Background: an optimization exercise with open tools, aiming at small area and a short achievable clock period. Do not read the settings as production practice.
At most, simulation tests tie the RTL to the original design; equivalence was not proved.
Power figures rest on the tool's default switching activity, not on a simulated workload.

Setup of job 101:
## enc_top
module enc_top (
    input  wire        clk,
    input  wire        rst,           
    input  wire        en,            
    input  wire [7:0]  filt_n,        
    input  wire        invert,        
    input  wire        enc_a,
    input  wire        enc_b,
    input  wire        clr_unc,       
    output reg  [47:0] count,         
    output wire [55:0] p256,          
    output wire        fwd,           
    output wire        still,         
    output wire [23:0] deff,          
    output reg  [23:0] delta,         
    output reg         uncertain,     
    output reg  [23:0] ill_count      
);
    localparam [23:0] M24 = 24'hFFFFFF;
    genvar i;
    reg  [7:0] n_q;
    wire [8:0] nz;                  
    wire [7:0] y;                   
    assign nz[0] = 1'b1;
    generate
        for (i = 0; i < 8; i = i + 1) begin : g_y
            assign nz[i+1] = nz[i] & ~n_q[i];
            assign y[i]    = (n_q[i] ^ nz[i]) & ~nz[8];
        end
    endgenerate
    reg  en_q;
    wire load = en && !en_q;
    wire step = en && en_q;
    wire fa, fb, qa, qb;
    enc_filter u_fa (.clk(clk), .load(load), .step(step), .y(y),
                     .in(enc_a), .out_q(fa), .qual(qa));
    enc_filter u_fb (.clk(clk), .load(load), .step(step), .y(y),
                     .in(enc_b), .out_q(fb), .qual(qb));
    reg  dir_known, rev_q, after_ill, valid, dmax;
    wire illegal  = qa && qb;
    wire legal    = qa ^ qb;
    wire step_fwd = (fa ^ fb ^ qa) ^ invert;
    wire good     = !after_ill && dir_known && (step_fwd == !rev_q);
    wire vedge    = legal && good;
    reg  [23:0] g_q;
    wire [24:0] g_inc = {1'b0, g_q} + 25'd1;
    wire [23:0] g_nxt = g_inc[24] ? M24 : g_inc[23:0];
  ...
clock: 110.0 ns
lec_check: 0
cap_margin: 20
core_margin: 2
core_utilization: 40
slew_margin: 20
standard.sh (not shown) runs the stock make flow with config.mk's settings and CLKGATE_MAP_FILE= SYNTH_SCRIPT=/design/flow/synth_recipe.tcl, a recipe that flattens the netlist after the stock synthesis.
==> flow/flow/run.sh <==
#!/bin/bash
# The standard layout, with plain buffers on the ports instead of the
# delay cell buffer_ports picks by default, and a clock tree of smaller
# buffers without dummy loads. Each tool's output goes to its own log
# here; ORFS keeps its step logs under orfs/logs.
set -euo pipefail
export BUFFER_PORTS_ARGS="-buffer_cell sky130_fd_sc_hd__buf_2"
export CTS_ARGS="-sink_clustering_enable -repair_clock_nets -dont_use_dummy_load -buf_list sky130_fd_sc_hd__clkbuf_8 -sink_clustering_size 16 -sink_clustering_max_diameter 60"
bash standard.sh > standard.log 2>&1
Having completed the whole flow, job 101 delivered a layout that passed the timing, design-rule and antenna checks.
Edits applied to the flow inputs when going from job 101 to job 102:
--- a/flow/design.v
+++ b/flow/design.v
@@ -98,28 +98,31 @@
             assign y[i]    = (n_q[i] ^ nz[i]) & ~nz[8];
         end
     endgenerate
     reg  en_q;
     wire load = en && !en_q;
     wire step = en && en_q;
     wire fa, fb, qa, qb;
     enc_filter u_fa (.clk(clk), .load(load), .step(step), .y(y),
                      .in(enc_a), .out_q(fa), .qual(qa));
     enc_filter u_fb (.clk(clk), .load(load), .step(step), .y(y),
                      .in(enc_b), .out_q(fb), .qual(qb));
     reg  dir_known, rev_q, after_ill, valid, dmax;
+    wire fwd_a    = !(fa ^ fb) ^ invert;             
+    wire same_a   = fwd_a ^ rev_q;                   
+    wire known    = !after_ill && dir_known;
     wire illegal  = qa && qb;
     wire legal    = qa ^ qb;
-    wire step_fwd = (fa ^ fb ^ qa) ^ invert;
-    wire good     = !after_ill && dir_known && (step_fwd == !rev_q);
+    wire step_fwd = qa ? fwd_a : !fwd_a;
+    wire good     = known && (qa ? same_a : !same_a);
     wire vedge    = legal && good;
     reg  [23:0] g_q;
     wire [24:0] g_inc = {1'b0, g_q} + 25'd1;
     wire [23:0] g_nxt = g_inc[24] ? M24 : g_inc[23:0];
     reg  [23:0] m_q;
     wire [24:0] m_inc = {1'b0, m_q} + 25'd1;
     reg  [7:0] tk_s;
     reg  [8:0] tk_t;
     reg  [7:0] tb_s;
     reg  [8:0] tb_t;
     always @(*) begin
         case (g_inc[3:0])
The placer's final routability congestion estimate on job 102 is in line with that on job 101.
Sort job 101 and job 102 by share of the clock period used by the worst path after layout, ascending, and job 101 comes first.
Between job 102 and job 101, it is job 102 whose number of global-route vias before repair is higher, by about 2.8%.
Job 102 leaves less setup margin than job 101.
Compared with job 101, job 102 shows non-clock buffer count lower by about 0.9%.
Of job 101 and job 102, job 101 shows the lower count of filler cells inserted in the layout, with job 102 above it.
For job 102, only the layout was checked, not whether the RTL still works.

========
enc_top, a different RTL version from the one above (not shown whole).
For scale: ~280 flip-flops, ~190 I/O pins, ~20,000 um^2 of cells after synthesis.
==> flow/config.mk <==
export PLATFORM = sky130hd
export DESIGN_NAME = enc_top
export DESIGN_NICKNAME = enc_top
export VERILOG_FILES = /design/flow/design.v
export SDC_FILE = /design/flow/constraint.sdc
export NUM_CORES = 4
export LEC_CHECK = 0
export CAP_MARGIN = 20
export CORE_MARGIN = 2
export CORE_UTILIZATION = 40
export SLEW_MARGIN = 20
==> flow/constraint.sdc <==
create_clock -name core_clock -period 110.0 [get_ports {clk}]
set_input_delay 22.0000 -clock core_clock [delete_from_list [all_inputs] [get_ports {clk}]]
set_output_delay 22.0000 -clock core_clock [all_outputs]
set_load 0.01 [all_outputs]
Scripts as last shown in full above: flow/flow/run.sh
Then changed:
--- a/flow/design.v
+++ b/flow/design.v
@@ -1,35 +1,41 @@
 module enc_filter (
     input  wire       clk,
     input  wire       load,     
     input  wire       step,     
     input  wire [7:0] y,        
+    input  wire       y_zero,   
     input  wire       in,
     output reg        out_q,
     output wire       qual      
 );
     reg  [7:0] run_q;
+    reg        at_n_q;          
     wire       diff = in ^ out_q;
-    wire       at_n = (run_q == y);
-    assign qual = step && diff && at_n;
+    assign qual = step && diff && at_n_q;
     wire [7:0] run_inc;
     wire       run_co;
     enc_inc #(.W(8)) u_inc (.a(run_q), .ci(1'b1), .s(run_inc), .co(run_co));
+    wire       inc_at_n = (run_inc == y);
     always @(posedge clk) begin
         if (load) begin
-            out_q <= in;
-            run_q <= 8'd0;
+            out_q  <= in;
+            run_q  <= 8'd0;
+            at_n_q <= y_zero;
         end else if (step) begin
             if (qual)
                 out_q <= in;
-            if (!diff || at_n)
-                run_q <= 8'd0;
-            else
-                run_q <= run_inc;
+            if (!diff || at_n_q) begin
+                run_q  <= 8'd0;
+                at_n_q <= y_zero;
+            end else begin
+                run_q  <= run_inc;
+                at_n_q <= inc_at_n;
+            end
         end
     end
 endmodule
 module enc_rca #(parameter W = 8) (
     input  wire [W-1:0] a,
     input  wire [W-1:0] b,
     input  wire         ci,
     output wire [W-1:0] s,
@@ -98,23 +104,24 @@
 );
     localparam [23:0] M24 = 24'hFFFFFF;
     genvar i;
     reg  [7:0] n_q;
     wire [7:0] nm1_n;
     wire       n_zero;
     enc_inc #(.W(8)) u_nm1 (.a(~n_q), .ci(1'b1), .s(nm1_n), .co(n_zero));
     wire [7:0] y = n_zero ? 8'd0 : ~nm1_n;
+    wire       y_zero = (n_q[7:1] == 7'd0);
     reg  en_q;
     wire load = en && !en_q;
     wire step = en && en_q;
     wire fa, fb, qa, qb;
-    enc_filter u_fa (.clk(clk), .load(load), .step(step), .y(y),
+    enc_filter u_fa (.clk(clk), .load(load), .step(step), .y(y), .y_zero(y_zero),
                      .in(enc_a), .out_q(fa), .qual(qa));
-    enc_filter u_fb (.clk(clk), .load(load), .step(step), .y(y),
+    enc_filter u_fb (.clk(clk), .load(load), .step(step), .y(y), .y_zero(y_zero),
                      .in(enc_b), .out_q(fb), .qual(qb));
     reg  dir_known, rev_q, after_ill, valid, dmax;
     wire fwd_a    = !(fa ^ fb) ^ invert;             
     wire same_a   = fwd_a ^ rev_q;                   
     wire known    = !after_ill && dir_known;
     wire illegal  = qa && qb;
     wire legal    = qa ^ qb;
     wire step_fwd = qa ? fwd_a : !fwd_a;
@@ -236,20 +243,19 @@
             after_ill <= 1'b1;
         else if (step && legal)
             after_ill <= 1'b0;
         if (step && vedge) begin
             delta <= g_q;
             dmax  <= &g_q;
             m_q   <= dv_sat ? {16'd0, y} : g_q;
             ovf_q <= dv_sat;
-            if (dv_sat || y == 8'd0) begin
-                frac_q <= dv_sat ? 8'd255 : 8'd0;
-                fz_q   <= dv_sat;
-                rem_q  <= 24'd0;
+            if (dv_sat) begin
+                frac_q <= 8'd255;
+                fz_q   <= 1'b1;
             end else if (y == 8'd1) begin
                 frac_q <= tk_s;
                 fz_q   <= |tk_s;
                 rem_q  <= {15'd0, tk_t};
             end else begin
                 frac_q <= dv_big ? 8'd0 : dv_q;
                 fz_q   <= !dv_big && (|dv_q);
                 rem_q  <= {8'd0, dv_big ? {y, 8'd0} : dv_r};
@@ -274,17 +280,17 @@
                 rev_q     <= 1'b0;
                 valid     <= 1'b0;
             end else if (step) begin
                 if (illegal) begin
                     uncertain <= 1'b1;
                     if (!ill_inc[24])
                         ill_count <= ill_inc[23:0];
                 end else if (legal) begin
-                    count     <= step_fwd ? c_p1 : count ^ c_dn;
+                    count     <= step_fwd ? c_p1 : c_m1;
                     valid     <= good;
                     dir_known <= 1'b1;
                     rev_q     <= !step_fwd;
                 end
             end
         end
     end
     wire [24:0] ill_inc;
@@ -305,17 +311,18 @@
     assign fo[0] = 1'b0;
     generate
         for (i = 0; i < 8; i = i + 1) begin : g_neg
             assign fo[i+1] = fo[i] | frac[i];
         end
     endgenerate
     wire [7:0]  plo = frac ^ ({8{rev_q}} & fo[7:0]);
     wire        dec = rev_q && fon && fz_q;
-    wire [47:0] chi = count ^ ({48{dec}} & c_dn);
+    wire [47:0] c_m1 = count ^ c_dn;
+    wire [47:0] chi  = dec ? c_m1 : count;
     assign fwd  = !rev_q;
     assign p256 = {chi, plo};
     assign still = !fon || rev_q;
     assign deff  = still ? 24'd0 : m_q;
 endmodule
 module enc_div1 (
     input  wire [7:0]  y,
     input  wire [24:0] d,
=> The changed run went through all stages and came out clean; die area drops by 1.3%; power is about the same; worst hold slack gains 0.013 ns; setup slack gains 0.039 ns; clock-buffer cell count is unchanged; utilization is about the same; sequential power is about the same; register-to-register slack gains 1.0 ns; non-clock buffer count climbs by 4; routed wire length drops by 1.1%; via count climbs by 1.9%; final cell count climbs by 2.6%.

========
enc_top, a different RTL version from the one above (not shown whole).
For scale: about 280 flip-flops, ~190 I/O pins.
clock: 110.0 ns
lec_check: 0
cap_margin: 20
core_margin: 2
core_utilization: 40
slew_margin: 20
==> flow/flow/run.sh <==
#!/bin/bash
# The standard layout, with plain buffers on the ports instead of the
# delay cell buffer_ports picks by default, and a clock tree of smaller
# buffers without dummy loads. Each tool's output goes to its own log
# here; ORFS keeps its step logs under orfs/logs.
set -euo pipefail
export BUFFER_PORTS_ARGS="-buffer_cell sky130_fd_sc_hd__buf_1"
export CTS_ARGS="-sink_clustering_enable -repair_clock_nets -dont_use_dummy_load -buf_list sky130_fd_sc_hd__clkbuf_8 -sink_clustering_size 16 -sink_clustering_max_diameter 60"
export SETUP_SLACK_MARGIN=84.6
bash standard.sh > standard.log 2>&1
Next try:
--- a/flow/design.v
+++ b/flow/design.v
@@ -250,22 +250,22 @@
             m_q   <= dv_sat ? {16'd0, y} : g_q;
             ovf_q <= dv_sat;
             if (dv_sat) begin
                 frac_q <= 8'd255;
                 fz_q   <= 1'b1;
             end else if (y_zero) begin
                 frac_q <= 8'd0;
                 fz_q   <= 1'b0;
                 rem_q  <= 24'd0;
-            end else if (y == 8'd1) begin
-                frac_q <= tk_s;
-                fz_q   <= |tk_s;
-                rem_q  <= {15'd0, tk_t};
+            end else if (y == 8'd1 && g_q == 24'd2) begin
+                frac_q <= 8'd128;
+                fz_q   <= 1'b1;
+                rem_q  <= 24'd0;
             end else begin
                 frac_q <= dv_q;
                 fz_q   <= |dv_q;
                 rem_q  <= {8'd0, dv_r};
             end
             st_s <= tk_s;
             st_t <= tk_t;
         end
         if (rst) begin
What happened: Final area went down slightly. Global-route usage went up by 1.1 points. Routed wire length went up by a few percent. Final cell count went down slightly. Hold slack degrades by 4.0 ps. Register-to-register slack degrades by 720 ps. Total power went down by a few percent.

========
Another version of the RTL of enc_top (not shown whole).
For scale: ~2200 cells after synthesis, about 280 flip-flops, ~0.020 mm^2 of cells after synthesis.
Settings: LEC_CHECK=0, CAP_MARGIN=20, CORE_MARGIN=2, CORE_UTILIZATION=40, SLEW_MARGIN=20; clock period 110.0 ns.
Scripts as last shown in full above: flow/flow/run.sh
The starting point produced a clean layout.
Edit:
--- a/flow/design.v
+++ b/flow/design.v
@@ -188,84 +188,43 @@
     reg  [5:0]  p2_q;
     reg  [13:0] p2_r;
     wire [1:0]  d3_q;
     wire [15:0] dv_r;
     enc_div3 u_d3 (.r_in(p2_r), .d({1'b0, g_q}), .q(d3_q), .r(dv_r));
     wire [7:0]  dv_q   = {p2_q, d3_q};
     wire [7:0]  dsat_s;
     wire        dsat_c;
     enc_rca #(.W(8)) u_dsat (.a(y), .b(~g_q[7:0]), .ci(1'b1),
                              .s(dsat_s), .co(dsat_c));
     wire        dv_sat = ~|g_q[23:8] & dsat_c;
-    wire [24:0] ill_inc;
-    enc_inc #(.W(24)) u_ill (.a(ill_count), .ci(1'b1), .s(ill_inc[23:0]), .co(ill_inc[24]));
-    wire [47:0] c_p1;
-    wire        c_p1c;
-    enc_inc #(.W(48)) u_cp1 (.a(count),  .ci(1'b1), .s(c_p1),  .co(c_p1c));
-    wire [47:0] c_dn;
-    assign c_dn[0] = 1'b1;
-    generate
-        for (i = 1; i < 48; i = i + 1) begin : g_cdn
-            assign c_dn[i] = ~|count[i-1:0];
-        end
-    endgenerate
-    wire [47:0] c_m1 = count ^ c_dn;
     reg  [7:0]  frac_q;      
     reg         fz_q;        
-    reg         dec_q;       
     reg         ovf_q;       
     reg  [23:0] rem_q;
     reg  [7:0]  st_s;
     reg  [8:0]  st_t;
     wire [8:0]  rs_lo;
     wire        rs_c;
     enc_rca #(.W(9)) u_rsl (.a(rem_q[8:0]), .b(st_t), .ci(1'b0),
                             .s(rs_lo), .co(rs_c));
     wire [15:0] rs_hi;
     enc_inc #(.W(15)) u_rsh (.a(rem_q[23:9]), .ci(rs_c), .s(rs_hi[14:0]), .co(rs_hi[15]));
     wire [24:0] rsum  = {rs_hi, rs_lo};
     wire [24:0] rsub;
     wire        rc;
     enc_rca #(.W(25)) u_rsb (.a(rsum), .b(~{1'b0, delta}), .ci(1'b1),
                              .s(rsub), .co(rc));
     wire [7:0]  qs;
     wire        qc;
     enc_rca #(.W(8)) u_qs (.a(frac_q), .b(st_s), .ci(rc), .s(qs), .co(qc));
-    reg rev_n, valid_n, dmax_n, fz_n;
-    always @(*) begin
-        rev_n   = rev_q;
-        valid_n = valid;
-        dmax_n  = dmax;
-        fz_n    = ovf_q ? fz_q : (qc | (|qs));
-        if (step && vedge) begin
-            dmax_n = &g_q;
-            if (dv_sat)
-                fz_n = 1'b1;
-            else if (y == 8'd1)
-                fz_n = |tk_s;
-            else
-                fz_n = |dv_q;
-        end
-        if (rst) begin
-            rev_n   = 1'b0;
-            valid_n = 1'b0;
-        end else if (load) begin
-            rev_n   = 1'b0;
-            valid_n = 1'b0;
-        end else if (step && legal) begin
-            rev_n   = !step_fwd;
-            valid_n = good;
-        end
-    end
     always @(posedge clk) begin
-        dec_q <= rev_n && valid_n && !dmax_n && fz_n;
         en_q  <= en;
         n_q   <= filt_n;
         g_q   <= g_nxt;
         tk_s  <= tk_s_n;
         tk_t  <= tk_t_n;
         p1_q  <= d1_q;
         p1_r  <= d1_r;
         p2_q  <= {p1_q, d2_q};
         p2_r  <= d2_r;
         if (ovf_q) begin
             if (!m_inc[24])
@@ -327,33 +286,47 @@
                     if (!ill_inc[24])
                         ill_count <= ill_inc[23:0];
                 end else if (legal) begin
                     count     <= step_fwd ? c_p1 : c_m1;
                     valid     <= good;
                     dir_known <= 1'b1;
                     rev_q     <= !step_fwd;
                 end
             end
         end
     end
+    wire [24:0] ill_inc;
+    enc_inc #(.W(24)) u_ill (.a(ill_count), .ci(1'b1), .s(ill_inc[23:0]), .co(ill_inc[24]));
+    wire [47:0] c_p1;
+    wire        c_p1c;
+    enc_inc #(.W(48)) u_cp1 (.a(count),  .ci(1'b1), .s(c_p1),  .co(c_p1c));
+    wire [47:0] c_dn;
+    assign c_dn[0] = 1'b1;
+    generate
+        for (i = 1; i < 48; i = i + 1) begin : g_cdn
+            assign c_dn[i] = ~|count[i-1:0];
+        end
+    endgenerate
     wire        fon  = valid && !dmax;
     wire [7:0]  frac = fon ? frac_q : 8'd0;
     wire [8:0]  fo;
     assign fo[0] = 1'b0;
     generate
         for (i = 0; i < 8; i = i + 1) begin : g_neg
             assign fo[i+1] = fo[i] | frac[i];
         end
     endgenerate
     wire [7:0]  plo = frac ^ ({8{rev_q}} & fo[7:0]);
-    wire [47:0] chi  = dec_q ? c_m1 : count;
+    wire        dec = rev_q && fon && fz_q;
+    wire [47:0] c_m1 = count ^ c_dn;
+    wire [47:0] chi  = dec ? c_m1 : count;
     assign fwd  = !rev_q;
     assign p256 = {chi, plo};
     assign still = !fon || rev_q;
     assign deff  = still ? 24'd0 : m_q;
 endmodule
 module enc_div1 (
     input  wire [7:0]  y,
     input  wire [24:0] d,
     output wire [2:0]  q,
     output wire [10:0] r
 );
Effect: The new run went through all stages and came out clean. Worst hold slack stays flat. Synthesized area is about the same. Sequential cell count is lower by 1. Utilization came out lower by 0.21 points. Routed wire length came out lower by 2.7%. Final area decreases by about 0.7%. Fmax rises by about 0.5%. Total power is lower by 5.9%. Clock power goes up by about 1%. Clock skew climbs by 0.072 ns.
Function not checked in the first run of this note: the RTL went through the layout flow alone.

## port drivers added, routing unchanged
The results above use ideal ports. As a check the final layouts listed here were re-extracted and re-timed, cells and wires unchanged. Step 1: set_driving_cell puts a clkbuf_16 on clk and a buf_2 on each other input, an assumption about the parent block. Step 2, shift: input delay + t, output delay - t, t = (earliest + latest rising clock arrival at the registers) / 2. This alone moves slack from input paths to output paths. Three values: ideal, step 1, step 2; two values: the first two.
| run | t (ns) | setup WS [ns] | hold slack, ns | worst setup path at the end | pins driven straight from the clock port |
|---|---|---|---|---|---|
| job 101 | 0.619 | 84.128 / 84.080 / 83.915 | 0.368 / 0.368 / 0.368 | input to register | 1 |
| job 102 | 0.658 | 83.878 / 83.824 / 84.080 | 0.344 / 0.344 / 0.344 | input to register | 1 |
| the first run of note 2 | 0.671 | 83.880 / 83.829 / 83.839 | 0.319 / 0.319 / 0.319 | input to register | 1 |
| the second run of note 2 | 0.677 | 83.920 / 83.860 / 83.730 | 0.332 / 0.332 / 0.332 | input to register | 1 |
| the first run of note 3 | 0.662 | 84.567 / 84.510 / 84.525 | 0.349 / 0.349 / 0.349 | input to register | 1 |
| the second run of note 3 | 0.683 | 84.619 / 84.566 / 84.635 | 0.345 / 0.345 / 0.345 | input to register | 1 |
| the first run of note 4 | 0.667 | 84.684 / 84.631 / 84.471 | 0.335 / 0.335 / 0.335 | input to register | 1 |
| the second run of note 4 | 0.675 | 84.812 / 84.763 / 84.362 | 0.335 / 0.335 / 0.335 | input to register | 1 |
After both steps setup and hold are still met in every run listed. The setup slack of the second run of note 4, which loses most, moves by -0.049 ns with the drivers and by -0.450 ns with both steps.
